What follows belongs to an exercise in optimizing a design on an open flow for small area, a short achievable clock period and few clock cycles per item; a production flow would make more cautious choices.
Where RTL was checked, it was by simulation tests only, not by an equivalence proof against the original.
For runs 1 and 2, only the layout was checked, not whether the RTL still works.

`standard.sh`:
```
#!/bin/bash
# synth_recipe.tcl (not shown) runs the flow's synth.tcl, then flattens the netlist and writes it again
# the make line also repeats each setting of config.mk as NAME=value (left out here)
make -C /OpenROAD-flow-scripts/flow DESIGN_CONFIG=/design/flow/config.mk WORK_HOME=/design/flow/orfs CLKGATE_MAP_FILE= SYNTH_SCRIPT=/design/flow/synth_recipe.tcl "${@:-finish}"
```
`config.mk`:
```
export PLATFORM = sky130hd
export DESIGN_NAME = halftone_step
export DESIGN_NICKNAME = halftone_step
export VERILOG_FILES = /design/flow/design.v
export SDC_FILE = /design/flow/constraint.sdc
export NUM_CORES = 4
export LEC_CHECK = 0
export CAP_MARGIN = 20
export CORE_MARGIN = 2
export CORE_UTILIZATION = 60
export CTS_BUF_LIST = sky130_fd_sc_hd__clkbuf_16
export CTS_CLUSTER_DIAMETER = 100
export CTS_CLUSTER_SIZE = 30
export SLEW_MARGIN = 20
```
`flow/run.sh`:
```
#!/bin/bash
# The standard layout (standard.sh, unchanged synthesis and steps), except that the
# port buffers that global placement inserts on every input and output are buf_2 cells
# rather than the default choice. make's full output goes to standard.log here.
set -euo pipefail
export BUFFER_PORTS_ARGS="-buffer_cell sky130_fd_sc_hd__buf_2"
bash standard.sh > standard.log 2>&1
```
`design.v`:
```
module halftone_step (
    input  wire        clk,
    input  wire        rst,
    input  wire        in_valid,
    output wire        in_ready,
    input  wire        in_mode,
    input  wire [15:0] in_v,
    input  wire [15:0] in_e_line,
    input  wire [15:0] in_e_held,
    input  wire [7:0]  in_th,
    input  wire        in_missing,
    input  wire [7:0]  in_md,
    input  wire [71:0] in_lv,
    input  wire [4:0]  in_wr,
    input  wire [4:0]  in_wdl,
    input  wire [4:0]  in_wdr,
    output reg         out_valid,
    input  wire        out_ready,
    output reg  [2:0]  out_level,
    output reg         out_sat,
    output reg  [15:0] out_right,
    output reg  [15:0] out_dleft,
    output reg  [15:0] out_dright,
    output reg  [15:0] out_down
);
    function automatic [19:0] radd(input [19:0] x, input [19:0] y, input cin);
        integer k;
        reg cy;
        begin
            cy = cin;
            for (k = 0; k < 20; k = k + 1) begin
                radd[k] = x[k] ^ y[k] ^ cy;
                cy = (x[k] & y[k]) | (x[k] & cy) | (y[k] & cy);
            end
        end
    endfunction
    wire [15:0] in_em = in_mode ? in_e_line : 16'd0;
    wire [15:0] in_hm = in_mode ? in_e_held : 16'd0;
    wire [15:0] in_s  = in_v ^ in_em ^ in_hm;
    wire [15:0] in_c  = (in_v & in_em) | (in_v & in_hm) | (in_em & in_hm);
    wire        in_sx = in_em[15] ^ in_hm[15];
    wire        in_cx = in_em[15] & in_hm[15];
    reg        r_v;
    reg        r_mode, r_miss;
    reg [15:0] r_s, r_c;                        
    reg        r_sx, r_cx;
    reg [7:0]  r_th, r_md;
    reg [71:0] r_lv;
    reg [14:0] r_w;
    reg        m_v, k_v, o_v;
    reg        rdy;                             
    wire       r_load = !r_v || !k_v;           
    assign in_ready = rdy;
    always @(posedge clk) begin
        if (r_load) begin
            r_mode <= in_mode;
            r_miss <= in_missing;
            r_s    <= in_s;
            r_c    <= in_c;
            r_sx   <= in_sx;
            r_cx   <= in_cx;
            r_th   <= in_th;
            r_md   <= in_md;
            r_lv   <= in_lv;
            r_w    <= {in_wdr, in_wdl, in_wr};
        end
    end
    wire [11:0] lv1 = r_lv[11:0],  lv2 = r_lv[23:12], lv3 = r_lv[35:24];
    wire [11:0] lv4 = r_lv[47:36], lv5 = r_lv[59:48], lv6 = r_lv[71:60];
    wire [18:0] u  = {{3{r_sx}}, r_s} + {{2{r_cx}}, r_c, 1'b0};
    wire        neg = u[18];
    wire        big = u[17] | u[16];           
    wire [11:0] uh  = u[15:4];
    function automatic ge12(input [11:0] x, input [11:0] y);
        integer k;
        reg b;
        begin
            b = 1'b0;
            for (k = 0; k < 12; k = k + 1)
                b = (!x[k] & y[k]) | (!x[k] & b) | (y[k] & b);
            ge12 = !b;
        end
    endfunction
    wire c1 = !neg && (big || ge12(uh, lv1));
    wire c2 = !neg && (big || ge12(uh, lv2));
    wire c3 = !neg && (big || ge12(uh, lv3));
    wire c4 = !neg && (big || ge12(uh, lv4));
    wire c5 = !neg && (big || ge12(uh, lv5));
    wire c6 = !neg && (big || ge12(uh, lv6));
    wire top = !neg && (big || &uh);
    wire s6 = c6;
    wire s5 = c5 & !c6;
    wire s4 = c4 & !c5 & !c6;
    wire s3 = c3 & !c4 & !c5 & !c6;
    wire s2 = c2 & !c3 & !c4 & !c5 & !c6;
    wire s1 = c1 & !c2 & !c3 & !c4 & !c5 & !c6;
    wire s0 = !(c1 | c2 | c3 | c4 | c5 | c6);
    wire [2:0] L = {s4 | s5 | s6, s2 | s3 | s6, s1 | s3 | s5};
    wire [11:0] lo = ({12{s1}} & lv1) | ({12{s2}} & lv2) | ({12{s3}} & lv3)
                   | ({12{s4}} & lv4) | ({12{s5}} & lv5) | ({12{s6}} & lv6);
    wire [11:0] hi = ({12{s0}} & lv1) | ({12{s1}} & lv2) | ({12{s2}} & lv3)
                   | ({12{s3}} & lv4) | ({12{s4}} & lv5) | ({12{s5}} & lv6) | {12{s6}};
    wire [11:0] d  = hi - lo;
    wire [19:0] e_lo_w = radd({u[18], u}, ~{4'b0000, lo, 4'b0000}, 1'b1);
    wire [19:0] e_hi_w = radd({u[18], u}, ~{4'b0000, hi, 4'b0000}, 1'b1);
    wire [18:0] e_lo = e_lo_w[18:0];
    wire [18:0] e_hi = e_hi_w[18:0];
    wire [15:0] a    = e_lo[15:0];
    wire signed [16:0] pq = $signed({~r_th[7], r_th[6:0]}) * $signed({1'b0, r_md});
    wire [15:0] q_w  = {~pq[15], pq[14:0]};
    wire [7:0]  th1  = r_th + 8'd1;
    wire [15:0] K    = r_mode ? q_w[15:0] : {th1, 8'd0};
    wire [19:0] k3_w = radd({4'd0, K}, {3'd0, K, 1'b0}, 1'b0);
    wire [17:0] K1 = {2'b00, K}, K2 = {1'b0, K, 1'b0}, K3 = k3_w[17:0];
    function automatic [17:0] ksel(input [1:0] g, input [17:0] x1, input [17:0] x2, input [17:0] x3);
        ksel = ({18{g == 2'd1}} & x1) | ({18{g == 2'd2}} & x2) | ({18{g == 2'd3}} & x3);
    endfunction
    wire [28:0] t = {11'd0, ksel(d[1:0],   K1, K2, K3)}
                  + {9'd0,  ksel(d[3:2],   K1, K2, K3), 2'd0}
                  + {7'd0,  ksel(d[5:4],   K1, K2, K3), 4'd0}
                  + {5'd0,  ksel(d[7:6],   K1, K2, K3), 6'd0}
                  + {3'd0,  ksel(d[9:8],   K1, K2, K3), 8'd0}
                  + {1'd0,  ksel(d[11:10], K1, K2, K3), 10'd0}
                  - {1'b0, a, 11'd0, !r_mode};
    wire no_up = !r_mode && (&r_th);
    wire up = !no_up && t[28];
    wire zero = r_mode && (r_miss || neg);
    wire [2:0] level = zero ? 3'd0 : top ? 3'd7 : L + {2'b00, up};
    wire [18:0] ef  = zero ? u : (top || up) ? e_hi : e_lo;
    wire sat_p = (ef[18:15] != 4'b0000) && (ef[18:15] != 4'b1111);
    wire sat   = r_mode && sat_p;
    wire [15:0] err = !r_mode ? 16'd0 :
                      sat_p   ? (ef[18] ? 16'h8000 : 16'h7fff) : ef[15:0];
    reg [34:0] q0, q1;
    reg        wp, rp;
    wire [34:0] x_m  = {r_w, level, sat, err};
    wire        r_move = r_v && !k_v;                  
    wire        o_load = !o_v || out_ready;            
    wire        pop    = m_v && o_load;                
    always @(posedge clk) begin
        if (r_move && !wp) q0 <= x_m;
        if (r_move &&  wp) q1 <= x_m;
    end
    wire [34:0] hd = rp ? q1 : q0;
    wire [15:0] e  = hd[15:0];
    wire [4:0]  wr = hd[24:20], wdl = hd[29:25], wdr = hd[34:30];
    wire [17:0] e1 = {{2{e[15]}}, e}, e2 = {e[15], e, 1'b0};
    wire [19:0] e3_w = radd({{4{e[15]}}, e}, {{3{e[15]}}, e, 1'b0}, 1'b0);
    wire [17:0] e3 = e3_w[17:0];
    function automatic [19:0] mulw(input [4:0] w, input [17:0] x1, input [17:0] x2, input [17:0] x3);
        reg [17:0] l;
        reg [19:0] lo_r, hi_r;
        begin
            l    = ksel(w[1:0], x1, x2, x3);
            lo_r = {{2{l[17]}}, l};
            hi_r = {ksel(w[3:2], x1, x2, x3) | ({18{w[4]}} & {x1[15:0], 2'b00}), 2'b00};
            mulw = radd(lo_r, hi_r, 1'b0);
        end
    endfunction
    wire [19:0] p_r  = mulw(wr,  e1, e2, e3);
    wire [19:0] p_dl = mulw(wdl, e1, e2, e3);
    wire [19:0] p_dr = mulw(wdr, e1, e2, e3);
    wire [15:0] n1 = ~p_r[19:4], n2 = ~p_dl[19:4], n3 = ~p_dr[19:4];
    wire [15:0] ds1 = e ^ n1 ^ n2;
    wire [15:0] dc1 = {(e[14:0] & n1[14:0]) | (e[14:0] & n2[14:0]) | (n1[14:0] & n2[14:0]), 1'b1};
    wire [15:0] ds2 = ds1 ^ dc1 ^ n3;
    wire [15:0] dc2 = {(ds1[14:0] & dc1[14:0]) | (ds1[14:0] & n3[14:0]) | (dc1[14:0] & n3[14:0]), 1'b1};
    wire [19:0] dn_w = radd({4'd0, ds2}, {4'd0, dc2}, 1'b1);
    wire [15:0] dn = dn_w[15:0];
    always @(posedge clk) begin
        if (o_load) begin
            out_level  <= hd[19:17];
            out_sat    <= hd[16];
            out_right  <= p_r[19:4];
            out_dleft  <= p_dl[19:4];
            out_dright <= p_dr[19:4];
            out_down   <= dn;
        end
    end
    wire r_v_n = r_load ? (in_valid && rdy) : r_v;
    wire k_v_n = (k_v && !pop) || (r_move && m_v && !pop);
    always @(posedge clk) begin
        if (rst) begin
            r_v <= 1'b0;
            m_v <= 1'b0;
            k_v <= 1'b0;
            o_v <= 1'b0;
            rdy <= 1'b0;
            wp  <= 1'b0;
            rp  <= 1'b0;
        end else begin
            r_v <= r_v_n;
            m_v <= (m_v && !pop) || k_v || r_move;
            wp  <= wp ^ r_move;
            rp  <= rp ^ pop;
            k_v <= k_v_n;
            o_v <= pop || (o_v && !out_ready);
            rdy <= !r_v_n || !k_v_n;
        end
    end
    always @(*) out_valid = o_v;
endmodule
```
`constraint.sdc`:
```
create_clock -name core_clock -period 85.0 [get_ports {clk}]
set_input_delay 17.0000 -clock core_clock [delete_from_list [all_inputs] [get_ports {clk}]]
set_output_delay 17.0000 -clock core_clock [all_outputs]
set_load 0.01 [all_outputs]
```
==> notes.md, run 1 <==
- DRC Markers: 0
- CP max stage delay: 430 ps
- Startpoint-to-endpoint class of the critical path: reg2out
- Routed length per placed instance: 21.3 um
- Count of clock tree sinks: 284
- Final worst setup slack: 66870 ps
- Category of the worst setup path capture point: output pin
- Synth Net Count: 3315
- Syn-to-layout area delta: 8.23%
- CTS tree: yes
- Routability Congestion: 0.961
- Worst EP required: 68000 ps
- Class of the tightest hold or removal check: reg2reg
- Clock buffers created by TritonCTS: 14
- Total overflow reported by the global router: 0
- Setup Fix Bufs, Post-CTS: 0
- Number of pins exceeding their max-slew limit in the final report: 0
- Antenna violations before repair: 1
- Proportion of synthesized flip-flops having asynchronous set or reset: 0
- Number of max-capacitance violations reported: 0
- Post-detailed-routing wire length: 74400 um
- Result of the run: no timing/DRC/antenna violations
- First-pass GRT wire length: 119000 um
- Number of global-route vias before repair: 21828
- Primary FF master, synth: edfxtp_1
- Width of the die: 216 um
- Syn. warnings: 1
- Effective utilization at floorplan: 0.609
- Maximum clock skew at final layout: 34.3 ps
- Synthesis-stage register bit count: 284
- Detailed placement HPWL: 56300 um
- Worst R2R Setup Slack: 68510 ps
- Pre-Repair DR Iteration Count: 6
- WP buf/inv: 1
- Mapped Cells: 2745
- Number of hold buffers added after CTS: 0
- Bufs on Longest Clock Path: 3
- Number of gates resized after cts: 0
- Highest clock rate: 55.2 MHz
- Filler cell count in the final layout: 3568
- DIE HEIGHT: 216 um
- # rows: 77
- Worst setup slack before clock tree synthesis: 66500 ps
- Logic depth of the worst path, buffers included: 1
- Count of flip-flops with a built-in enable after synthesis: 277
- Worst-path cell with the longest stage delay: edfxtp_1
- IO Pins: 227
- DR vias: 21986
- Transition time at the pin with the least slew margin: 995 ps
- Tightest slew margin relative to the limit: 0.318
- Maximum net fanout on the critical path: 1
- Startpoint kind of the worst setup timing path: flip-flop
- Data arrival time at the worst-slack endpoint: 1130 ps
- Share of cells above drive strength 1: 0.135
- Final critical delay including setup and external delays: 18130 ps
- Cell-by-cell trace of the critical path: buf_2
- Pin count of the biggest net entering global routing: 86
- CTS H-Tree Depth: 1
- Total die area: 0.0467 mm2
- Post-route core utilization: 0.659
- Port Buffer Count: 226
- Clock root buffer master: clkbuf_16
- Share of synthesized area occupied by flip-flops and latches: 0.313
- Setup repair after global routing missed its margin: no
- Number of unique standard cell types used by synthesis: 95
- Number of vias per cell after detailed routing: 6.30
- Placeable core area: 0.0443 mm2
- Mean area per synthesized cell: 9.83 um2
- Insertion delay of the later-clocked pin in the worst-skew pair: 540 ps
- Summed negative setup slack over all endpoints: 0 ps
- Leading cell types in the layout, fill and taps excluded: inv_1 (318), edfxtp_1 (277), nand2_1 (260), fa_1 (260), buf_2 (226)
- Net count, final: 3462
- Total of endpoints with negative setup slack in the final report: 0
- Number of design-rule violations left by the first detailed-router iteration: 2515
- Hold Path Cell Cnt: 0
- Final Hold Violating Endpoints: 0
- Cell count of the worst reg-to-reg path: 53
- DRT antenna net count: 0
- Final critical-path share of the clock period: 0.213
- Overall global routing resource usage: 0.320
- Most common cell after layout, fill and taps aside: inv_1
- Cell Area, Synth: 0.0270 mm2
- Kind of cell with the highest combined delay on the critical path: flip-flops
- Clock slew seen by the registers of the worst setup and hold paths: 110 ps
## logic make-up after synthesis
family / count (synthesis) / synth area share
adder cells (fa/ha/maj): 424 / 0.268
buffers and inverters: 490 / 0.0691
AND/OR/NAND/NOR: 685 / 0.113
AO/OA/AOI/OAI: 709 / 0.180
flip-flops: 284 / 0.313
XOR/XNOR: 62 / 0.0211
multiplexers: 91 / 0.0354
## cells in the mapped netlist (all sizes together) (8+ instances only)
cell       n  share of area
ha       153          0.071
clkinv    10         0.0014
nand2b    12         0.0028
nand4     10         0.0023
xor2      18         0.0058
maj3      11         0.0042
o21ai    100          0.019
a31oi     23         0.0053
a221oi    25         0.0088
nor2b      9         0.0021
mux2      35          0.015
o211ai    24         0.0072
buf       16         0.0032
or2       12         0.0028
a211oi    23         0.0068
o22a       8         0.0026
a21o      41          0.011
mux2i     56          0.021
o221ai    22         0.0071
a2111oi   11         0.0067
edfxtp   277           0.31
a21boi     8         0.0022
inv      333          0.046
nor3      29         0.0058
fa       260           0.19
clkbuf   131          0.018
and2      45          0.010
nand2    262          0.037
nor2     211          0.029
nand3     49         0.0091
xnor2     44          0.015
o31ai      8         0.0022
a32oi     25         0.0081
o21bai     9         0.0025
o22ai     78          0.018
a22o      11         0.0036
and3      19         0.0044
a221o     11         0.0041
a21oi    205          0.038
## state kept, by name, indices dropped and copies added, names as in the netlist, 3 cells and up
register	cells
q1	35
q0	35
out_dleft	16
out_down	16
r_c	16
out_right	16
out_level	3
r_w	15
r_md	8
r_lv	72
r_s	16
out_dright	16
r_th	8
## per-stage QoR
stage	cell area [um2]	hold slack, ps	cells
global placement	28700	427	3467
floorplan	27000	421	2745
global route	29200	472	3491
CTS	29200	460	3490
finish	29200	459	3491
detailed placement	28700	432	3468
## routing by layer
metal,wire length (um),global-route usage,part of all wire,vias up
met2,34400,0.516,0.46,1220
li1,-,-,-,9994
met1,30600,0.446,0.41,10568
met4,3110,0.116,0.042,0
met5,0,0,0,-
met3,6370,0.0435,0.086,204
## area by class of cell
| cell class | count | area (um2) | area share |
|---|---|---|---|
| antenna | 1 | 2.50 | 0.0000857 |
| sequential | 284 | 8460 | 0.290 |
| timing repair buffer | 278 | 1520 | 0.0521 |
| clock buffer | 15 | 375 | 0.0129 |
| multi-input combinational | 1971 | 16700 | 0.573 |
| tap | 592 | 741 | 0.0254 |
| clock inverter | 7 | 86.3 | 0.00296 |
| inverter | 343 | 1290 | 0.0441 |
## worst paths after layout
| path | endpoint | start |
|---|---|---|
| hold reg to reg | q0[23] | r_w[3] |
| setup reg to reg | q0[8] | r_c[0] |
| setup / recovery | out_dright[2] | out_dright[2] |
| hold / removal | q0[23] | r_w[3] |
==> run 2: changes to the inputs <==
--- a/config.mk
+++ b/config.mk
@@ -9,6 +9,6 @@
 export CORE_MARGIN = 2
 export CORE_UTILIZATION = 60
-export CTS_BUF_LIST = sky130_fd_sc_hd__clkbuf_16
-export CTS_CLUSTER_DIAMETER = 100
-export CTS_CLUSTER_SIZE = 30
+export CTS_BUF_LIST = sky130_fd_sc_hd__clkbuf_8
+export CTS_CLUSTER_DIAMETER = 60
+export CTS_CLUSTER_SIZE = 16
 export SLEW_MARGIN = 20
==> run 2 against run 1 <==
Register-to-register slack is essentially flat. Sequential cell count stayed put. Clock skew about the same. Via count is 0.15% higher. First-iteration DRC count decreased by 0.40%. Wire length decreased by 0.36%. Area after synthesis did not move. Utilization grew 0.17 points. Die area unchanged. Critical endpoint unchanged.
==> notes.md, run 2 <==
- Class of the tightest hold or removal check: reg2reg (unchanged)
- Library cell with the highest instance count after synthesis: inv_1 (unchanged)
- Overall global routing resource usage: 0.319 (was 0.320)
- Post-detailed-routing wire length: 74200 um (was 74400 um)
- Final critical-path share of the clock period: 0.214 (was 0.213)
- Final Hold Violating Endpoints: 0 (unchanged)
- Most common cell after layout, fill and taps aside: inv_1 (unchanged)
- Share of synthesized area occupied by flip-flops and latches: 0.313 (unchanged)
- Syn. warnings: 1 (unchanged)
- Pin count of the biggest net entering global routing: 86 (unchanged)
- Number of design-rule violations left by the first detailed-router iteration: 2505 (was 2515)
- Worst-path cell with the longest stage delay: edfxtp_1 (unchanged)
- Total overflow reported by the global router: 0 (unchanged)
- IO Pins: 227 (unchanged)
- Count of clock tree sinks: 284 (unchanged)
- Placeable core area: 0.0443 mm2 (unchanged)
- Mean area per synthesized cell: 9.83 um2 (unchanged)
- Number of max-capacitance violations reported: 0 (unchanged)
- Registers with the most flip-flops: r_lv x72, q0 x35, q1 x35 (unchanged)
- CTS tree: yes (unchanged)
- DRC Markers: 0 (unchanged)
- Net count, final: 3474 (was 3462)
- Top cells by instance count after synthesis: inv_1 (317), edfxtp_1 (277), nand2_1 (261) (unchanged)
- Clock buffers created by TritonCTS: 26 (was 14)
- Number of hold buffers added after CTS: 0 (unchanged)
- Flip-flop count of the largest register, all copies and words added: 72 (unchanged)
- Kind of cell with the highest combined delay on the critical path: flip-flops (unchanged)
- Total die area: 0.0467 mm2 (unchanged)
- Width of the die: 216 um (unchanged)
- DR vias: 22018 (was 21986)
- Library cell with the largest summed area after synthesis: edfxtp_1 (unchanged)
- CP max stage delay: 420 ps (was 430 ps)
- Proportion of synthesized flip-flops having asynchronous set or reset: 0 (unchanged)
- Leading cell types in the layout, fill and taps excluded: inv_1 (325), edfxtp_1 (277), nand2_1 (260), fa_1 (260), buf_2 (226) (was inv_1 (318), edfxtp_1 (277), nand2_1 (260), fa_1 (260), buf_2 (226))
- Final critical delay including setup and external delays: 18200 ps (was 18130 ps)
- Routability Congestion: 0.961 (unchanged)
- Total of endpoints with negative setup slack in the final report: 0 (unchanged)
- Pre-Repair DR Iteration Count: 8 (was 6)
- Worst slack on hold paths: 457 ps (was 459 ps)
- Synth Net Count: 3315 (unchanged)
- Routed length per placed instance: 21.1 um (was 21.3 um)
- Synthesis-stage register bit count: 284 (unchanged)
- Cell Area, Synth: 0.0270 mm2 (unchanged)
- Startpoint-to-endpoint class of the critical path: reg2out (unchanged)
- Number of vias per cell after detailed routing: 6.26 (was 6.30)
- Amount of wire on met3 after detailed routing: 6200 um (was 6370 um)
- DRT antenna net count: 0 (unchanged)
- Maximum clock skew at final layout: 34.0 ps (was 34.3 ps)
- Uppermost layer routed: met4 (unchanged)
- Clock root buffer master: clkbuf_8 (was clkbuf_16)
- Antenna violations before repair: 1 (unchanged)
- Post-route cell area: 0.0293 mm2 (was 0.0292 mm2)
- CTS H-Tree Depth: 1 (unchanged)
- Number of global-route vias before repair: 21838 (was 21828)
- Data arrival time at the worst-slack endpoint: 1200 ps (was 1130 ps)
- Startpoint kind of the worst setup timing path: flip-flop (unchanged)
- Effective utilization at floorplan: 0.609 (unchanged)
- Number of pins exceeding their max-slew limit in the final report: 0 (unchanged)
- Setup Fix Bufs, Post-CTS: 0 (unchanged)
- Summed negative setup slack over all endpoints: 0 ps (unchanged)
- Placed cells: 3468 (unchanged)
- Number of gates resized after cts: 0 (unchanged)
- Transition time at the pin with the least slew margin: 996 ps (was 995 ps)
- Cell-by-cell trace of the critical path: buf_2 (unchanged)
- Setup repair after global routing missed its margin: no (unchanged)
- Post-placement cell area: 0.0287 mm2 (unchanged)
- Number of unique standard cell types used by synthesis: 95 (unchanged)
- Routed length on met1: 30800 um (was 30600 um)
- Sum of met2 wire segment lengths after detailed routing: 34100 um (was 34400 um)
- Count of flip-flops with a built-in enable after synthesis: 277 (unchanged)
- Insertion delay of the later-clocked pin in the worst-skew pair: 620 ps (was 540 ps)
- Non-filler cells in the finished layout: 3515 (was 3491)
- Maximum net fanout on the critical path: 1 (unchanged)
- Port Buffer Count: 226 (unchanged)
- Share of cells above drive strength 1: 0.140 (was 0.135)
- Clock slew seen by the registers of the worst setup and hold paths: 100 ps (was 110 ps)
- WP buf/inv: 1 (unchanged)
- Highest clock rate: 55.0 MHz (was 55.2 MHz)
- Bufs on Longest Clock Path: 3 (unchanged)
- Primary FF master, synth: edfxtp_1 (unchanged)
- DIE HEIGHT: 216 um (unchanged)
- Tightest slew margin relative to the limit: 0.317 (was 0.318)
- Mapped Cells: 2745 (unchanged)
- Worst setup slack before clock tree synthesis: 66500 ps (unchanged)
- Biggest register: r_lv (unchanged)
- Largest cells by area after synthesis: edfxtp_1 (31%), fa_1 (19%), ha_1 (7.1%), inv_1 (4.4%), a21oi_1 (3.8%) (unchanged)
- Worst EP required: 68000 ps (about the same)
- Share of Yosys cell area claimed by the top area cell type: 0.308 (unchanged)
- Final worst setup slack: 66800 ps (was 66870 ps)
- Detailed placement HPWL: 56300 um (unchanged)
- Category of the worst setup path capture point: output pin (unchanged)
- Post-route core utilization: 0.661 (was 0.659)
- Syn-to-layout area delta: 8.51% (was 8.23%)
- First-pass GRT wire length: 118000 um (was 119000 um)
- Result of the run: no timing/DRC/antenna violations (unchanged)
- # rows: 77 (unchanged)
[run 2: cell counts after synthesis]
No cell type changed its count.
[run 2: final cells by class]
type | count | area [um2]
antenna | 1 | 2.50
inverter | 343 | 1290
clock inverter | 18 | 153
timing repair buffer | 278 | 1520
multi-input combinational | 1971 | 16700
fill | 3563 | 15000
tap | 592 | 741
clock buffer | 28 | 385
sequential | 284 | 8460
[run 2: worst paths after layout]
kind         depth (start not counted)            end  slack (ps)          start
max                                  1  out_dright[2]       66800  out_dright[2]
min                                  0         q0[30]         460        r_w[10]
min reg2reg                          0         q0[30]         460        r_w[10]
max reg2reg                         50          q0[5]       68510         r_s[4]
[run 2: worst register-to-register path: cells and delay by family (launching register included)]
family                     cells  cell delay [ps]
adders and majority gates     19             7640
AOI/OAI and AO/OA             13             4010
and+or+nand+nor               11             3330
buffers and inverters          5              540
DFF                            1              390
xor gates and xnor gates       1              190
muxes                          1              110
[run 2: cells by family after synthesis]
| logic type | synth area share |
|---|---|
| AO/OA/AOI/OAI | 0.180 |
| XOR/XNOR | 0.0211 |
| adder cells (fa/ha/maj) | 0.268 |
| buffers and inverters | 0.0691 |
| flip-flops | 0.313 |
| multiplexers | 0.0354 |
| AND/OR/NAND/NOR | 0.113 |
[run 2: metal layers]
layer  global-route usage  vias up
met2                0.513     1192
met3               0.0444      217
met1                0.447    10584
met4                0.110        0
met5                    0        -
li1                     -    10025
==> run 3: changes to the inputs <==
--- a/design.v
+++ b/design.v
@@ -35,4 +35,44 @@
         end
     endfunction
+    function automatic [19:0] bkadd(input [19:0] x, input [19:0] y, input cin);
+        reg [31:0] g, p, pg, G, P;
+        integer i, l;
+        begin
+            g = 32'd0;
+            p = 32'd0;
+            g[19:0] = x & y;
+            p[19:0] = x ^ y;
+            pg = p;
+            g[0] = g[0] | (p[0] & cin);
+            G = g;
+            P = p;
+            for (l = 1; l < 32; l = l * 2)
+                for (i = 2 * l - 1; i < 32; i = i + 2 * l) begin
+                    G[i] = G[i] | (P[i] & G[i - l]);
+                    P[i] = P[i] & P[i - l];
+                end
+            for (l = 8; l >= 1; l = l / 2)
+                for (i = 3 * l - 1; i < 32; i = i + 2 * l) begin
+                    G[i] = G[i] | (P[i] & G[i - l]);
+                    P[i] = P[i] & P[i - l];
+                end
+            bkadd = pg[19:0] ^ {G[18:0], cin};
+        end
+    endfunction
+    function automatic bkcarry(input [31:0] x, input [31:0] y, input cin);
+        reg [31:0] G, P;
+        integer i, l;
+        begin
+            G = x & y;
+            P = x ^ y;
+            G[0] = G[0] | (P[0] & cin);
+            for (l = 1; l < 32; l = l * 2)
+                for (i = 2 * l - 1; i < 32; i = i + 2 * l) begin
+                    G[i] = G[i] | (P[i] & G[i - l]);
+                    P[i] = P[i] & P[i - l];
+                end
+            bkcarry = G[31];
+        end
+    endfunction
     wire [15:0] in_em = in_mode ? in_e_line : 16'd0;
     wire [15:0] in_hm = in_mode ? in_e_held : 16'd0;
@@ -68,5 +108,6 @@
     wire [11:0] lv1 = r_lv[11:0],  lv2 = r_lv[23:12], lv3 = r_lv[35:24];
     wire [11:0] lv4 = r_lv[47:36], lv5 = r_lv[59:48], lv6 = r_lv[71:60];
-    wire [18:0] u  = {{3{r_sx}}, r_s} + {{2{r_cx}}, r_c, 1'b0};
+    wire [19:0] u_w = bkadd({{4{r_sx}}, r_s}, {{3{r_cx}}, r_c, 1'b0}, 1'b0);
+    wire [18:0] u   = u_w[18:0];
     wire        neg = u[18];
     wire        big = u[17] | u[16];           
@@ -101,5 +142,6 @@
     wire [11:0] hi = ({12{s0}} & lv1) | ({12{s1}} & lv2) | ({12{s2}} & lv3)
                    | ({12{s3}} & lv4) | ({12{s4}} & lv5) | ({12{s5}} & lv6) | {12{s6}};
-    wire [11:0] d  = hi - lo;
+    wire [19:0] d_w = bkadd({8'd0, hi}, {8'hff, ~lo}, 1'b1);
+    wire [11:0] d   = d_w[11:0];
     wire [19:0] e_lo_w = radd({u[18], u}, ~{4'b0000, lo, 4'b0000}, 1'b1);
     wire [19:0] e_hi_w = radd({u[18], u}, ~{4'b0000, hi, 4'b0000}, 1'b1);
@@ -116,13 +158,24 @@
         ksel = ({18{g == 2'd1}} & x1) | ({18{g == 2'd2}} & x2) | ({18{g == 2'd3}} & x3);
     endfunction
-    wire [28:0] t = {11'd0, ksel(d[1:0],   K1, K2, K3)}
-                  + {9'd0,  ksel(d[3:2],   K1, K2, K3), 2'd0}
-                  + {7'd0,  ksel(d[5:4],   K1, K2, K3), 4'd0}
-                  + {5'd0,  ksel(d[7:6],   K1, K2, K3), 6'd0}
-                  + {3'd0,  ksel(d[9:8],   K1, K2, K3), 8'd0}
-                  + {1'd0,  ksel(d[11:10], K1, K2, K3), 10'd0}
-                  - {1'b0, a, 11'd0, !r_mode};
+    wire [28:0] p0 = {11'd0, ksel(d[1:0],   K1, K2, K3)};
+    wire [28:0] p1 = {9'd0,  ksel(d[3:2],   K1, K2, K3), 2'd0};
+    wire [28:0] p2 = {7'd0,  ksel(d[5:4],   K1, K2, K3), 4'd0};
+    wire [28:0] p3 = {5'd0,  ksel(d[7:6],   K1, K2, K3), 6'd0};
+    wire [28:0] p4 = {3'd0,  ksel(d[9:8],   K1, K2, K3), 8'd0};
+    wire [28:0] p5 = {1'd0,  ksel(d[11:10], K1, K2, K3), 10'd0};
+    wire [28:0] nx = ~{1'b0, a, 11'd0, !r_mode};
+    wire [28:0] t1s = p0 ^ p1 ^ p2;
+    wire [28:0] t1c = {(p0[27:0] & p1[27:0]) | (p0[27:0] & p2[27:0]) | (p1[27:0] & p2[27:0]), 1'b0};
+    wire [28:0] t2s = p3 ^ p4 ^ p5;
+    wire [28:0] t2c = {(p3[27:0] & p4[27:0]) | (p3[27:0] & p5[27:0]) | (p4[27:0] & p5[27:0]), 1'b0};
+    wire [28:0] t3s = t1s ^ t1c ^ t2s;
+    wire [28:0] t3c = {(t1s[27:0] & t1c[27:0]) | (t1s[27:0] & t2s[27:0]) | (t1c[27:0] & t2s[27:0]), 1'b0};
+    wire [28:0] t4s = t2c ^ nx ^ t3s;
+    wire [28:0] t4c = {(t2c[27:0] & nx[27:0]) | (t2c[27:0] & t3s[27:0]) | (nx[27:0] & t3s[27:0]), 1'b0};
+    wire [28:0] t5s = t3c ^ t4s ^ t4c;
+    wire [28:0] t5c = {(t3c[27:0] & t4s[27:0]) | (t3c[27:0] & t4c[27:0]) | (t4s[27:0] & t4c[27:0]), 1'b0};
+    wire t28 = t5s[28] ^ t5c[28] ^ bkcarry({4'hf, t5s[27:0]}, {4'd0, t5c[27:0]}, 1'b1);
     wire no_up = !r_mode && (&r_th);
-    wire up = !no_up && t[28];
+    wire up = !no_up && t28;
     wire zero = r_mode && (r_miss || neg);
     wire [2:0] level = zero ? 3'd0 : top ? 3'd7 : L + {2'b00, up};
--- a/config.mk
+++ b/config.mk
@@ -9,6 +9,6 @@
 export CORE_MARGIN = 2
 export CORE_UTILIZATION = 60
-export CTS_BUF_LIST = sky130_fd_sc_hd__clkbuf_8
-export CTS_CLUSTER_DIAMETER = 60
-export CTS_CLUSTER_SIZE = 16
+export CTS_BUF_LIST = sky130_fd_sc_hd__clkbuf_16
+export CTS_CLUSTER_DIAMETER = 100
+export CTS_CLUSTER_SIZE = 30
 export SLEW_MARGIN = 20
==> run 3 against run 2 <==
Largest cell class unchanged. Sequential cell count stayed put. Critical endpoint is now out_right[0]. Utilization shrank 0.062 points. Via count shrank 7.6%.
==> notes.md, run 3 <==
- Library cell with the highest instance count after synthesis: inv_1 (unchanged)
- IO Pins: 227 (unchanged)
- Post-route core utilization: 0.660 (was 0.661)
- Proportion of synthesized flip-flops having asynchronous set or reset: 0 (unchanged)
- Category of the worst setup path capture point: output pin (unchanged)
- Count of clock tree sinks: 284 (unchanged)
- Most common cell after layout, fill and taps aside: inv_1 (unchanged)
- WP buf/inv: 1 (unchanged)
- Pre-Repair DR Iteration Count: 9 (was 8)
- Met3 Track Usage GR: 0.0329 (was 0.0444)
- # rows: 76 (was 77)
- Overall global routing resource usage: 0.304 (was 0.319)
- Startpoint kind of the worst setup timing path: flip-flop (unchanged)
- Effective utilization at floorplan: 0.607 (was 0.609)
- Bufs on Longest Clock Path: 3 (unchanged)
- Registers with the most flip-flops: r_lv x72, q0 x35, q1 x35 (unchanged)
- Filler cell count in the final layout: 3491 (was 3563)
- Met2 demand-to-capacity share in global routing: 0.485 (was 0.513)
- Flip-flop count of the largest register, all copies and words added: 72 (unchanged)
- Total overflow reported by the global router: 0 (unchanged)
- Worst EP required: 68000 ps (about the same)
- CP max stage delay: 430 ps (was 420 ps)
- Clock buffers created by TritonCTS: 16 (was 26)
- Final worst setup slack: 66880 ps (was 66800 ps)
- Class of the tightest hold or removal check: reg2reg (unchanged)
- Share of cells above drive strength 1: 0.139 (was 0.140)
- Data arrival time at the worst-slack endpoint: 1120 ps (was 1200 ps)
- Syn-to-layout area delta: 8.66% (was 8.51%)
- Primary FF master, synth: edfxtp_1 (unchanged)
- Net count, final: 3307 (was 3474)
- Result of the run: no timing/DRC/antenna violations (unchanged)
- Mean area per synthesized cell: 10.1 um2 (was 9.83 um2)
- Number of gates resized after cts: 0 (unchanged)
- Kind of cell with the highest combined delay on the critical path: flip-flops (unchanged)
- Setup Fix Bufs, Post-CTS: 0 (unchanged)
- CTS H-Tree Depth: 1 (unchanged)
- Antenna violations before repair: 0 (was 1)
- Biggest register: r_lv (unchanged)
- Cell Area, Synth: 0.0261 mm2 (was 0.0270 mm2)
- Insertion delay of the later-clocked pin in the worst-skew pair: 540 ps (was 620 ps)
- First-pass GRT wire length: 108000 um (was 118000 um)
- DIE HEIGHT: 213 um (was 216 um)
- Summed negative setup slack over all endpoints: 0 ps (unchanged)
- Routability Congestion: 0.926 (was 0.961)
- Syn. warnings: 1 (unchanged)
- Number of unique standard cell types used by synthesis: 75 (was 95)
- Share of synthesized area occupied by flip-flops and latches: 0.324 (was 0.313)
- DR vias: 20337 (was 22018)
- Synth Net Count: 3159 (was 3315)
- Transition time at the pin with the least slew margin: 1150 ps (was 996 ps)
- Final critical delay including setup and external delays: 18120 ps (was 18200 ps)
- Detailed placement HPWL: 52000 um (was 56300 um)
- Number of pins exceeding their max-slew limit in the final report: 0 (unchanged)
- Placeable core area: 0.0430 mm2 (was 0.0443 mm2)
- Most congested layer reported by global routing: met2 (unchanged)
- Number of antenna diodes: 0 (was 1)
- Post-detailed-routing wire length: 67200 um (was 74200 um)
- Total of endpoints with negative setup slack in the final report: 0 (unchanged)
- CTS tree: yes (unchanged)
- Highest clock rate: 55.2 MHz (was 55.0 MHz)
- Number of design-rule violations left by the first detailed-router iteration: 2363 (was 2505)
- Mapped Cells: 2591 (was 2745)
- DRC Markers: 0 (unchanged)
- Multi-input combinational cell area: 0.0158 mm2 (was 0.0167 mm2)
- Number of vias per cell after detailed routing: 6.10 (was 6.26)
- Tightest slew margin relative to the limit: 0.229 (was 0.317)
- Top cells by instance count after synthesis: inv_1 (342), fa_1 (279), edfxtp_1 (277) (was inv_1 (317), edfxtp_1 (277), nand2_1 (261))
- Setup repair after global routing missed its margin: no (unchanged)
- Share of Yosys cell area claimed by the top area cell type: 0.319 (was 0.308)
- Worst setup slack before clock tree synthesis: 66520 ps (was 66500 ps)
- Final Hold Violating Endpoints: 0 (unchanged)
- Synthesis-stage register bit count: 284 (unchanged)
- Clock slew seen by the registers of the worst setup and hold paths: 110 ps (was 100 ps)
- Library cell with the largest summed area after synthesis: edfxtp_1 (unchanged)
- Grt met1 use: 0.434 (was 0.447)
- Leading cell types in the layout, fill and taps excluded: inv_1 (344), fa_1 (279), edfxtp_1 (277) (was inv_1 (325), edfxtp_1 (277), nand2_1 (260), fa_1 (260), buf_2 (226))
- Final critical-path share of the clock period: 0.213 (was 0.214)
- Number of global-route vias before repair: 20222 (was 21838)
- Startpoint-to-endpoint class of the critical path: reg2out (unchanged)
- Port Buffer Count: 226 (unchanged)
- Width of the die: 213 um (was 216 um)
- Maximum clock skew at final layout: 36.9 ps (was 34.0 ps)
- Post-placement cell area: 0.0278 mm2 (was 0.0287 mm2)
- Number of hold buffers added after CTS: 0 (unchanged)
- Maximum net fanout on the critical path: 1 (unchanged)
- Total die area: 0.0452 mm2 (was 0.0467 mm2)
- Storage element area: 0.00846 mm2 (unchanged)
- Count of flip-flops with a built-in enable after synthesis: 277 (unchanged)
- Cell-by-cell trace of the critical path: buf_2 (unchanged)
- Pin count of the biggest net entering global routing: 80 (was 86)
- DRT antenna net count: 0 (unchanged)
- Largest cells by area after synthesis: edfxtp_1 (32%), fa_1 (21%), ha_1 (6.3%), inv_1 (4.9%), nand2_1 (3.7%) (was edfxtp_1 (31%), fa_1 (19%), ha_1 (7.1%), inv_1 (4.4%), a21oi_1 (3.8%))
- Worst-path cell with the longest stage delay: edfxtp_1 (unchanged)
- Post-route cell area: 0.0284 mm2 (was 0.0293 mm2)
- Clock root buffer master: clkbuf_16 (was clkbuf_8)
- Routed length per placed instance: 20.2 um (was 21.1 um)
- Number of max-capacitance violations reported: 0 (unchanged)
## run 3: cell types whose count changed in the layout (fill, tap and decap cells not counted), moves of 21 or more
cell,before,now
a21oi_1,203,151
nor2_1,211,162
o21ai_0,88,122
clkbuf_8,28,0
a21o_1,41,16
a222oi_1,7,32
ha_1,153,132
## run 3: cell type report
cell class	count	area share
clock inverter	10	0.00485
inverter	355	0.0470
timing repair buffer	269	0.0513
clock buffer	17	0.0150
multi-input combinational	1813	0.558
tap	585	0.0258
sequential	284	0.298
## run 3: final timing paths
| path | start | endpoint | slack (ps) | cells past startpoint |
|---|---|---|---|---|
| max | out_right[0] | out_right[0] | 66880 | 1 |
| min | r_w[6] | q1[26] | 460 | 0 |
| max reg2reg | r_c[1] | q0[11] | 69380 | 47 |
| min reg2reg | r_w[6] | q1[26] | 460 | 0 |
## run 3: through the flow
stage	instances	hold slack (ps)
after floorplan	2591	421
after global placement	3306	424
after detailed placement	3306	431
after CTS	3333	456
after global routing	3333	472
final	3333	459
## run 3: logic make-up (layout without fill, tap and decap cells)
logic type,count (synthesis),count (layout),synth area share
simple gates,622,622,0.107
xor+xnor,54,54,0.0187
fa+ha+maj,416,416,0.279
flops,284,284,0.324
buf+inv,494,651,0.0717
compound gates,629,629,0.161
mux,92,92,0.0378
## run 3: per-layer routing
layer,routed length [um],vias up,share of wire
met5,0,-,0
met4,2370,0,0.035
met3,4620,149,0.069
met2,31300,968,0.47
met1,28900,9856,0.43
li1,-,9364,-
Testbench counts of run 3, summed over its fixed seeds: cycles 32,024, items 32,000.
==> run 4: changes to the inputs <==
==> flow/run.sh (replaced) <==
#!/bin/bash
# The standard layout (standard.sh, unchanged synthesis and steps), except that the
# port buffers that global placement inserts on every input and output are buf_1 cells
# rather than the default choice. make's full output goes to standard.log here.
set -euo pipefail
export BUFFER_PORTS_ARGS="-buffer_cell sky130_fd_sc_hd__buf_1"
bash standard.sh > standard.log 2>&1
--- a/config.mk
+++ b/config.mk
@@ -6,7 +6,8 @@
 export NUM_CORES = 4
 export LEC_CHECK = 0
+export ABC_AREA = 1
 export CAP_MARGIN = 20
 export CORE_MARGIN = 2
-export CORE_UTILIZATION = 60
+export CORE_UTILIZATION = 65
 export CTS_BUF_LIST = sky130_fd_sc_hd__clkbuf_16
 export CTS_CLUSTER_DIAMETER = 100
==> run 4 against run 3 <==
Fmax is 0.41% lower. Largest cell class unchanged.
==> notes.md, run 4 <==
- Combinational family with the most area after synthesis: adder cells (unchanged)
- Final Hold Violating Endpoints: 0 (unchanged)
- Registers with the most flip-flops: r_lv x72, q0 x35, q1 x35 (unchanged)
- Synthesis-stage register bit count: 284 (unchanged)
- Most common cell after layout, fill and taps aside: inv_1 (unchanged)
- Cell-by-cell trace of the critical path: buf_1 (was buf_2)
- Number of global-route vias before repair: 20855 (was 20222)
- Placeable core area: 0.0395 mm2 (was 0.0430 mm2)
- Total overflow reported by the global router: 0 (unchanged)
- DRT antenna net count: 0 (unchanged)
- Library cell with the highest instance count after synthesis: inv_1 (unchanged)
- WP buf/inv: 1 (unchanged)
- Clock slew seen by the registers of the worst setup and hold paths: 100 ps (was 110 ps)
- Number of vias per cell after detailed routing: 5.96 (was 6.10)
- Primary FF master, synth: edfxtp_1 (unchanged)
- Share of synthesized area occupied by flip-flops and latches: 0.326 (was 0.324)
- First-pass GRT wire length: 110000 um (was 108000 um)
- Leading cell types in the layout, fill and taps excluded: inv_1 (626), nand2_1 (429), fa_1 (279) (was inv_1 (344), fa_1 (279), edfxtp_1 (277))
- Cell Area, Synth: 0.0259 mm2 (was 0.0261 mm2)
- Detailed placement HPWL: 53500 um (was 52000 um)
- Result of the run: no timing/DRC/antenna violations (unchanged)
- Number of unique standard cell types used by synthesis: 56 (was 75)
- Placed cells: 3505 (was 3306)
- Number of hold buffers added after CTS: 0 (unchanged)
- Setup repair after global routing missed its margin: no (unchanged)
- Syn. warnings: 1 (unchanged)
- Share of synthesized area spent on multiplexers: 0 (was 0.0378)
- Share of Yosys cell area claimed by the top area cell type: 0.321 (was 0.319)
- Routed length per placed instance: 19.4 um (was 20.2 um)
- Count of flip-flops with a built-in enable after synthesis: 277 (unchanged)
- Pin count of the biggest net entering global routing: 87 (was 80)
- Category of the worst setup path capture point: output pin (unchanged)
- Width of the die: 204 um (was 213 um)
- Mapped Cells: 2826 (was 2591)
- Startpoint-to-endpoint class of the critical path: reg2out (unchanged)
- Routability Congestion: 0.969 (was 0.926)
- DR vias: 21054 (was 20337)
- Setup Fix Bufs, Post-CTS: 0 (unchanged)
- Top cells by instance count after synthesis: inv_1 (623), nand2_1 (431), fa_1 (279) (was inv_1 (342), fa_1 (279), edfxtp_1 (277))
- Highest clock rate: 55.0 MHz (was 55.2 MHz)
- Clock buffers created by TritonCTS: 16 (unchanged)
- Data arrival time at the worst-slack endpoint: 1190 ps (was 1120 ps)
- Worst-path cell with the longest stage delay: edfxtp_1 (unchanged)
- Insertion delay of the later-clocked pin in the worst-skew pair: 540 ps (about the same)
- Maximum clock skew at final layout: 24.0 ps (was 36.9 ps)
- Non-filler cells in the finished layout: 3533 (was 3333)
- Transition time at the pin with the least slew margin: 1120 ps (was 1150 ps)
- Compound-gate portion of the synthesized area: 0.133 (was 0.161)
- Clock root buffer master: clkbuf_16 (unchanged)
- Number of gates resized after cts: 0 (unchanged)
- Syn-to-layout area delta: 7.26% (was 8.66%)
- Synth Net Count: 3394 (was 3159)
- Summed negative setup slack over all endpoints: 0 ps (unchanged)
- Net count, final: 3566 (was 3307)
- Final critical delay including setup and external delays: 18190 ps (was 18120 ps)
- Total die area: 0.0415 mm2 (was 0.0452 mm2)
- Class of the tightest hold or removal check: reg2reg (unchanged)
- Final critical-path share of the clock period: 0.214 (was 0.213)
- Maximum net fanout on the critical path: 1 (unchanged)
- Count of clock tree sinks: 284 (unchanged)
- Flip-flop count of the largest register, all copies and words added: 72 (unchanged)
- Startpoint kind of the worst setup timing path: flip-flop (unchanged)
- Number of design-rule violations left by the first detailed-router iteration: 2319 (was 2363)
- # rows: 73 (was 76)
- Worst R2R Setup Slack: 70440 ps (was 69380 ps)
- Kind of cell with the highest combined delay on the critical path: flip-flops (unchanged)
- Worst EP required: 68000 ps (about the same)
- Share of synthesized cell area in full adder, half adder and majority cells: 0.279 (about the same)
- Largest cells by area after synthesis: edfxtp_1 (32%), fa_1 (22%), inv_1 (9.0%), ha_1 (6.4%), nand2_1 (6.2%) (was edfxtp_1 (32%), fa_1 (21%), ha_1 (6.3%), inv_1 (4.9%), nand2_1 (3.7%))
- Proportion of synthesized flip-flops having asynchronous set or reset: 0 (unchanged)
- Number of max-capacitance violations reported: 0 (unchanged)
- DRC Markers: 0 (unchanged)
- Tightest slew margin relative to the limit: 0.251 (was 0.229)
- XOR/XNOR share of the synthesized area: 0.0112 (was 0.0187)
- Pre-Repair DR Iteration Count: 7 (was 9)
- Post-placement cell area: 0.0272 mm2 (was 0.0278 mm2)
- CTS tree: yes (unchanged)
- Post-detailed-routing wire length: 68600 um (was 67200 um)
- Library cell with the largest summed area after synthesis: edfxtp_1 (unchanged)
- Share of cells above drive strength 1: 0.0559 (was 0.139)
- Bufs on Longest Clock Path: 3 (unchanged)
- DIE HEIGHT: 204 um (was 213 um)
- Post-route cell area: 0.0278 mm2 (was 0.0284 mm2)
- Antenna violations before repair: 1 (was 0)
- CTS H-Tree Depth: 1 (unchanged)
- CP max stage delay: 490 ps (was 430 ps)
- Total of endpoints with negative setup slack in the final report: 0 (unchanged)
- Effective utilization at floorplan: 0.656 (was 0.607)
- Mean area per synthesized cell: 9.18 um2 (was 10.1 um2)
- Overall global routing resource usage: 0.339 (was 0.304)
- Biggest register: r_lv (unchanged)
- IO Pins: 227 (unchanged)
- Area fraction in and, or, nand and nor cells after synthesis: 0.137 (was 0.107)
- Number of antenna diodes: 0 (unchanged)
- Port Buffer Count: 226 (unchanged)
- Number of pins exceeding their max-slew limit in the final report: 0 (unchanged)
==> run 4: cells by family (layout without fill, tap and decap cells) <==
| logic type | Yosys count | in the layout |
|---|---|---|
| AO/OA/AOI/OAI | 556 | 556 |
| buffers and inverters | 760 | 942 |
| XOR/XNOR | 31 | 31 |
| AND/OR/NAND/NOR | 784 | 784 |
| adder cells (fa/ha/maj) | 411 | 411 |
| flip-flops | 284 | 284 |
==> run 4: cell type report <==
cell class              count  area (um2)
well taps                 525         657
multi-input cells        1782       14600
clock inverters            11         165
repair buffers            260        1100
fillers                  3057       11700
clock buffers              17         425
flip-flops and latches    284        8460
inverters                 654        2460
==> run 4: final timing paths <==
kind / start / end / cells past startpoint
setup / recovery: out_sat / out_sat / 1
hold / removal: r_w[1] / q0[21] / 0
setup reg to reg: r_th[0] / q1[8] / 55
hold reg to reg: r_w[1] / q0[21] / 0
==> run 4: stage by stage <==
step	hold slack, ps	setup slack, ps	utilization
2_1_floorplan	421	65860	-
3_3_place_gp	426	66650	0.688
3_5_place_dp	430	66450	0.688
4_1_cts	455	66800	0.703
5_1_grt	465	66810	0.704
6_report	459	66810	0.704
==> run 4: per-layer routing <==
layer  track usage  wire length (um)  up-vias
li1              -                 -     9651
met1         0.457             27300     9927
met2         0.546             31600     1253
met3        0.0614              6550      223
met4         0.141              3120        0
met5             0                 0        -
==> run 5: changes to the inputs <==
--- a/config.mk
+++ b/config.mk
@@ -9,5 +9,5 @@
 export CAP_MARGIN = 20
 export CORE_MARGIN = 2
-export CORE_UTILIZATION = 65
+export CORE_UTILIZATION = 75
 export CTS_BUF_LIST = sky130_fd_sc_hd__clkbuf_16
 export CTS_CLUSTER_DIAMETER = 100
==> run 5 against run 4 <==
Still clean. Count of clock-buffer cells in the layout shrank 2. Clock skew is 7.9 ps higher. Worst setup slack gained 38 ps. Via count increased by 5.9%. Critical endpoint is now out_valid.
==> notes.md, run 5 <==
- Result of the run: no timing/DRC/antenna violations (unchanged)
- Library cell with the highest instance count after synthesis: inv_1 (unchanged)
- Compound-gate portion of the synthesized area: 0.133 (unchanged)
- Share of synthesized area occupied by flip-flops and latches: 0.326 (unchanged)
- Combinational family with the most area after synthesis: adder cells (unchanged)
- # rows: 68 (was 73)
- Tightest slew margin relative to the limit: 0.256 (was 0.251)
- Number of max-capacitance violations reported: 0 (unchanged)
- Bufs on Longest Clock Path: 3 (unchanged)
- Filler cell count in the final layout: 2058 (was 3057)
- Largest cells by area after synthesis: edfxtp_1 (32%), fa_1 (22%), inv_1 (9.0%), ha_1 (6.4%), nand2_1 (6.2%) (unchanged)
- Clock buffers created by TritonCTS: 15 (was 16)
- Post-route core utilization: 0.806 (was 0.704)
- XOR/XNOR share of the synthesized area: 0.0112 (unchanged)
- Registers with the most flip-flops: r_lv x72, q0 x35, q1 x35 (unchanged)
- Flip-flop count of the largest register, all copies and words added: 72 (unchanged)
- Library cell with the largest summed area after synthesis: edfxtp_1 (unchanged)
- Routability Congestion: 0.946 (was 0.969)
- Summed negative setup slack over all endpoints: 0 ps (unchanged)
- Top cells by instance count after synthesis: inv_1 (623), nand2_1 (431), fa_1 (279) (unchanged)
- Cell-by-cell trace of the critical path: buf_1 (unchanged)
- Biggest register: r_lv (unchanged)
- Placed cells: 3435 (was 3505)
- Leading cell types in the layout, fill and taps excluded: inv_1 (626), nand2_1 (429), fa_1 (279) (unchanged)
- Final Hold Violating Endpoints: 0 (unchanged)
- Number of global-route vias before repair: 22752 (was 20855)
- Pre-Repair DR Iteration Count: 12 (was 7)
- CTS H-Tree Depth: 1 (unchanged)
- Category of the worst setup path capture point: output pin (unchanged)
- Final critical delay including setup and external delays: 18160 ps (was 18190 ps)
- Number of pins exceeding their max-slew limit in the final report: 0 (unchanged)
- Number of design-rule violations left by the first detailed-router iteration: 2884 (was 2319)
- Class of the tightest hold or removal check: reg2reg (unchanged)
- Worst-path cell with the longest stage delay: dfxtp_1 (was edfxtp_1)
- Maximum net fanout on the critical path: 3 (was 1)
- Count of clock tree sinks: 284 (unchanged)
- Number of hold buffers added after CTS: 0 (unchanged)
- Clock root buffer master: clkbuf_16 (unchanged)
- Worst EP required: 68000 ps (about the same)
- Synth Net Count: 3394 (unchanged)
- Startpoint kind of the worst setup timing path: flip-flop (unchanged)
- Proportion of synthesized flip-flops having asynchronous set or reset: 0 (unchanged)
- Routed length per placed instance: 21.7 um (was 19.4 um)
- Maximum clock skew at final layout: 31.9 ps (was 24.0 ps)
- Data arrival time at the worst-slack endpoint: 1160 ps (was 1190 ps)
- Syn-to-layout area delta: 6.56% (was 7.26%)
- Mean area per synthesized cell: 9.18 um2 (unchanged)
- Primary FF master, synth: edfxtp_1 (unchanged)
- CP max stage delay: 420 ps (was 490 ps)
- Area fraction in and, or, nand and nor cells after synthesis: 0.137 (unchanged)
- Port Buffer Count: 226 (unchanged)
- DRT antenna net count: 0 (unchanged)
- Insertion delay of the later-clocked pin in the worst-skew pair: 540 ps (about the same)
- Overall global routing resource usage: 0.425 (was 0.339)
- Setup Fix Bufs, Post-CTS: 0 (unchanged)
- Effective utilization at floorplan: 0.757 (was 0.656)
- Pin count of the biggest net entering global routing: 86 (was 87)
- First-pass GRT wire length: 119000 um (was 110000 um)
- Total die area: 0.0361 mm2 (was 0.0415 mm2)
- Count of flip-flops with a built-in enable after synthesis: 277 (unchanged)
- Worst setup slack before clock tree synthesis: 66530 ps (was 66450 ps)
- Net count, final: 3566 (unchanged)
- CTS tree: yes (unchanged)
- Share of Yosys cell area claimed by the top area cell type: 0.321 (unchanged)
- Final critical-path share of the clock period: 0.214 (about the same)
- Width of the die: 190 um (was 204 um)
- DR vias: 22290 (was 21054)
- Share of cells above drive strength 1: 0.0546 (was 0.0559)
- Most common cell after layout, fill and taps aside: inv_1 (unchanged)
- Final worst setup slack: 66840 ps (was 66810 ps)
- Synthesis-stage register bit count: 284 (unchanged)
- Detailed placement HPWL: 57000 um (was 53500 um)
- Total overflow reported by the global router: 0 (unchanged)
- Kind of cell with the highest combined delay on the critical path: flip-flops (unchanged)
- Antenna violations before repair: 2 (was 1)
- Share of synthesized cell area in full adder, half adder and majority cells: 0.279 (unchanged)
- DIE HEIGHT: 190 um (was 204 um)
- Mapped Cells: 2826 (unchanged)
- Post-detailed-routing wire length: 75200 um (was 68600 um)
- Share of synthesized area spent on multiplexers: 0 (unchanged)
- Syn. warnings: 1 (unchanged)
- Number of gates resized after cts: 0 (unchanged)
- Setup repair after global routing missed its margin: no (unchanged)
- DRC Markers: 0 (unchanged)
- Highest clock rate: 55.1 MHz (was 55.0 MHz)
- IO Pins: 227 (unchanged)
- Startpoint-to-endpoint class of the critical path: reg2out (unchanged)
- Cell Area, Synth: 0.0259 mm2 (unchanged)
- Number of unique standard cell types used by synthesis: 56 (unchanged)
- Number of vias per cell after detailed routing: 6.44 (was 5.96)
- WP buf/inv: 1 (unchanged)
- Transition time at the pin with the least slew margin: 1110 ps (was 1120 ps)
- Clock slew seen by the registers of the worst setup and hold paths: 110 ps (was 100 ps)
- Non-filler cells in the finished layout: 3460 (was 3533)
- Placeable core area: 0.0343 mm2 (was 0.0395 mm2)
- Total of endpoints with negative setup slack in the final report: 0 (unchanged)
==> run 5: kinds of logic (layout without fill, tap and decap cells) <==
group	count (synthesis)	after routing
xor+xnor	31	31
buf+inv	760	938
compound gates	556	556
fa+ha+maj	411	411
simple gates	784	784
other cells	0	1
flops	284	284
==> run 5: final timing paths <==
kind,from,endpoint,slack (ps),cells after the start
worst max-delay path,o_v,out_valid,66840,1
worst max register to register,r_s[3],q0[13],70300,68
worst min register to register,r_w[10],q1[30],470,0
worst min-delay path,r_w[10],q1[30],470,0
==> run 5: layout make-up <==
cell class                 count  area, um2  area share
multi-input combinational   1782      14600       0.527
sequential                   284       8460       0.306
inverter                     654       2460      0.0889
timing repair buffer         261       1120      0.0405
tap                          455        569      0.0206
clock buffer                  15        375      0.0136
clock inverter                 8        110     0.00398
antenna                        1       2.50   0.0000905
==> run 5: per-layer routing <==
metal  part of all wire  global-route usage  routed length, um  vias up
li1                   -                   -                  -     9653
met1               0.35               0.534              26100    10323
met2               0.47               0.688              35000     1838
met3               0.12              0.0926               8740      474
met4              0.071               0.242               5360        2
met5            0.00012                   0                  9        -
==> run 5: stage by stage <==
| step | area (um2) | hold WS [ps] |
|---|---|---|
| after floorplan | 25900 | 421 |
| after global placement | 27100 | 423 |
| after detailed placement | 27100 | 440 |
| after CTS | 27600 | 462 |
| after global routing | 27600 | 483 |
| final | 27600 | 465 |
==> run 6: changes to the inputs <==
--- a/config.mk
+++ b/config.mk
@@ -7,9 +7,9 @@
 export LEC_CHECK = 0
 export ABC_AREA = 1
-export CAP_MARGIN = 20
+export CAP_MARGIN = 0
 export CORE_MARGIN = 2
-export CORE_UTILIZATION = 75
+export CORE_UTILIZATION = 70
 export CTS_BUF_LIST = sky130_fd_sc_hd__clkbuf_16
 export CTS_CLUSTER_DIAMETER = 100
 export CTS_CLUSTER_SIZE = 30
-export SLEW_MARGIN = 20
+export SLEW_MARGIN = 0
==> run 6 against run 5 <==
Still clean. Register-to-register slack improved by 160 ps. Wire length fell by 8.9%. Hold slack got worse by 7.9 ps. Cell count rose by 0.35%. Utilization fell by 4.9 points. Area after synthesis did not move. Critical path depth did not move. Clock skew fell by 0.55 ps. Cell area barely moved. First-iteration DRC count fell by 17%. Critical endpoint unchanged.
==> notes.md, run 6 <==
- Result of the run: no timing/DRC/antenna violations (unchanged)
- Setup repair after global routing missed its margin: no (unchanged)
- Origin of the critical flop-to-flop path: r_s[3] (unchanged)
- Post-detailed-routing wire length: 68500 um (was 75200 um)
- Top cells by instance count after synthesis: inv_1 (623), nand2_1 (431), fa_1 (279) (unchanged)
- Startpoint kind of the worst setup timing path: flip-flop (unchanged)
- Worst-path cell with the longest stage delay: dfxtp_1 (unchanged)
- Category of the worst setup path capture point: output pin (unchanged)
- DIE HEIGHT: 197 um (was 190 um)
- Number of global-route vias before repair: 21654 (was 22752)
- Class of the tightest hold or removal check: reg2reg (unchanged)
- Number of design-rule violations left by the first detailed-router iteration: 2397 (was 2884)
- # rows: 70 (was 68)
- Mean area per synthesized cell: 9.18 um2 (unchanged)
- Placeable core area: 0.0365 mm2 (was 0.0343 mm2)
- Number of hold buffers added after CTS: 0 (unchanged)
- Cell count of the worst reg-to-reg path: 69 (was 68)
- Largest cells by area after synthesis: edfxtp_1 (32%), fa_1 (22%), inv_1 (9.0%), ha_1 (6.4%), nand2_1 (6.2%) (unchanged)
- Number of unique standard cell types used by synthesis: 56 (unchanged)
- Number of pins exceeding their max-slew limit in the final report: 0 (unchanged)
- CTS tree: yes (unchanged)
- Share of Yosys cell area claimed by the top area cell type: 0.321 (unchanged)
- Logic depth of the worst path, buffers included: 1 (unchanged)
- Post-placement cell area: 0.0272 mm2 (was 0.0271 mm2)
- Insertion delay of the later-clocked pin in the worst-skew pair: 540 ps (about the same)
- Syn-to-layout area delta: 6.61% (was 6.56%)
- WP buf/inv: 1 (unchanged)
- Syn. warnings: 1 (unchanged)
- Overall global routing resource usage: 0.364 (was 0.425)
- Clock slew seen by the registers of the worst setup and hold paths: 110 ps (about the same)
- Proportion of synthesized flip-flops having asynchronous set or reset: 0 (unchanged)
- Worst R2R Setup Slack: 70460 ps (was 70300 ps)
- Tightest slew margin relative to the limit: 0.161 (was 0.256)
- IO Pins: 227 (unchanged)
- Count of flip-flops with a built-in enable after synthesis: 277 (unchanged)
- Final critical-path share of the clock period: 0.213 (was 0.214)
- First-pass GRT wire length: 111000 um (was 119000 um)
- Filler cell count in the final layout: 2594 (was 2058)
- Number of antenna diodes: 0 (was 1)
- Worst EP required: 68000 ps (about the same)
- Post-route cell area: 0.0277 mm2 (was 0.0276 mm2)
- CP max stage delay: 390 ps (was 420 ps)
- Mapped Cells: 2826 (unchanged)
- Maximum net fanout on the critical path: 3 (unchanged)
- Registers with the most flip-flops: r_lv x72, q0 x35, q1 x35 (unchanged)
- Number of vias per cell after detailed routing: 6.14 (was 6.44)
- Share of synthesized area occupied by flip-flops and latches: 0.326 (unchanged)
- Total die area: 0.0386 mm2 (was 0.0361 mm2)
- Leading cell types in the layout, fill and taps excluded: inv_1 (623), nand2_1 (429), fa_1 (279) (was inv_1 (626), nand2_1 (429), fa_1 (279))
- Primary FF master, synth: edfxtp_1 (unchanged)
- Width of the die: 197 um (was 190 um)
- Final Hold Violating Endpoints: 0 (unchanged)
- Startpoint-to-endpoint class of the critical path: reg2out (unchanged)
- DR vias: 21310 (was 22290)
- Highest clock rate: 55.2 MHz (was 55.1 MHz)
- Setup Fix Bufs, Post-CTS: 0 (unchanged)
- Cell Area, Synth: 0.0259 mm2 (unchanged)
- Total overflow reported by the global router: 0 (unchanged)
- Non-filler cells in the finished layout: 3472 (was 3460)
- Effective utilization at floorplan: 0.710 (was 0.757)
- Pin count of the biggest net entering global routing: 86 (unchanged)
- Data arrival time at the worst-slack endpoint: 1110 ps (was 1160 ps)
- Most common cell after layout, fill and taps aside: inv_1 (unchanged)
- Pre-Repair DR Iteration Count: 7 (was 12)
- DRT antenna net count: 0 (unchanged)
- DRC Markers: 0 (unchanged)
## run 6: routing by layer
| layer | global-route usage | vias to the layer above | wire, um |
|---|---|---|---|
| met1 | 0.480 | 10028 | 25800 |
| met4 | 0.182 | 0 | 3840 |
| met5 | 0 | - | 0 |
| met2 | 0.600 | 1372 | 32300 |
| li1 | - | 9651 | - |
| met3 | 0.0484 | 259 | 6570 |
## run 6: final cells by class
cell class / count / area share
inverter: 654 / 0.0888
clock buffer: 15 / 0.0136
sequential: 284 / 0.306
clock inverter: 7 / 0.00434
tap: 468 / 0.0212
multi-input combinational: 1782 / 0.526
timing repair buffer: 262 / 0.0404
## run 6: cell families after synthesis
logic type               count (synthesis)  synth area share
adder cells (fa/ha/maj)                411             0.279
AND/OR/NAND/NOR                        784             0.137
buffers and inverters                  760             0.114
AO/OA/AOI/OAI                          556             0.133
flip-flops                             284             0.326
XOR/XNOR                                31            0.0112
## run 6: worst register-to-register path: cells and delay by family (launching register included)
family	cells	cell delay [ps]
compound gates	11	2450
fa+ha+maj	10	4610
buf+inv	11	1750
flops	1	430
simple gates	37	5060
## run 6: how the worst min path moves through the flow
stage                        from      to  depth (start not counted)
after detailed placement   r_w[5]  q0[25]                          0
after floorplan            r_w[0]  q0[20]                          0
after CTS                  r_w[9]  q1[29]                          0
final                      r_w[9]  q1[29]                          0
after global placement    r_w[13]  q0[33]                          0
after global routing      r_w[10]  q0[30]                          0
## run 6: through the flow
| step | setup slack, ps |
|---|---|
| 6_report | 66890 |
| 5_1_grt | 66790 |
| 4_1_cts | 66880 |
| 3_5_place_dp | 66520 |
| 3_3_place_gp | 66680 |
| 2_1_floorplan | 65860 |

[what the ideal ports hide]
How much do the figures lean on ideal ports? The routed layouts below were timed once more, with nothing changed but the port constraints. Step 1, drivers: a clkbuf_16 drives clk and a buf_2 each remaining input, both assumed. Step 2 times the ports against the registers' clock, not the clock port: input delays grow and output delays shrink by t, the midpoint of the rising clock arrivals with the driver on. Slacks: ideal ports / drivers / drivers and shift; pairs: ideal ports / drivers.
run	t (ns)	setup slack, ns	hold slack, ns	latest minus earliest clock arrival (ns)	worst data-port slew with drivers (ns)
run 1	0.586	66.875 / 66.814 / 66.418	0.459 / 0.459 / 0.459	0.036 / 0.036	0.15
run 2	0.652	66.803 / 66.752 / 66.400	0.457 / 0.457 / 0.457	0.034 / 0.034	0.15
run 3	0.595	66.880 / 66.819 / 66.583	0.459 / 0.459 / 0.459	0.054 / 0.054	0.05
run 4	0.591	66.805 / 66.746 / 66.505	0.459 / 0.459 / 0.459	0.026 / 0.026	0.05
run 5	0.583	66.843 / 66.788 / 66.539	0.465 / 0.465 / 0.465	0.034 / 0.034	0.05
run 6	0.583	66.890 / 66.831 / 66.420	0.457 / 0.457 / 0.457	0.037 / 0.037	0.05
After both steps every run listed still meets setup and hold. For run 6, which loses most, drivers alone change the setup slack by -0.059 ns; drivers and shift together by -0.470 ns.
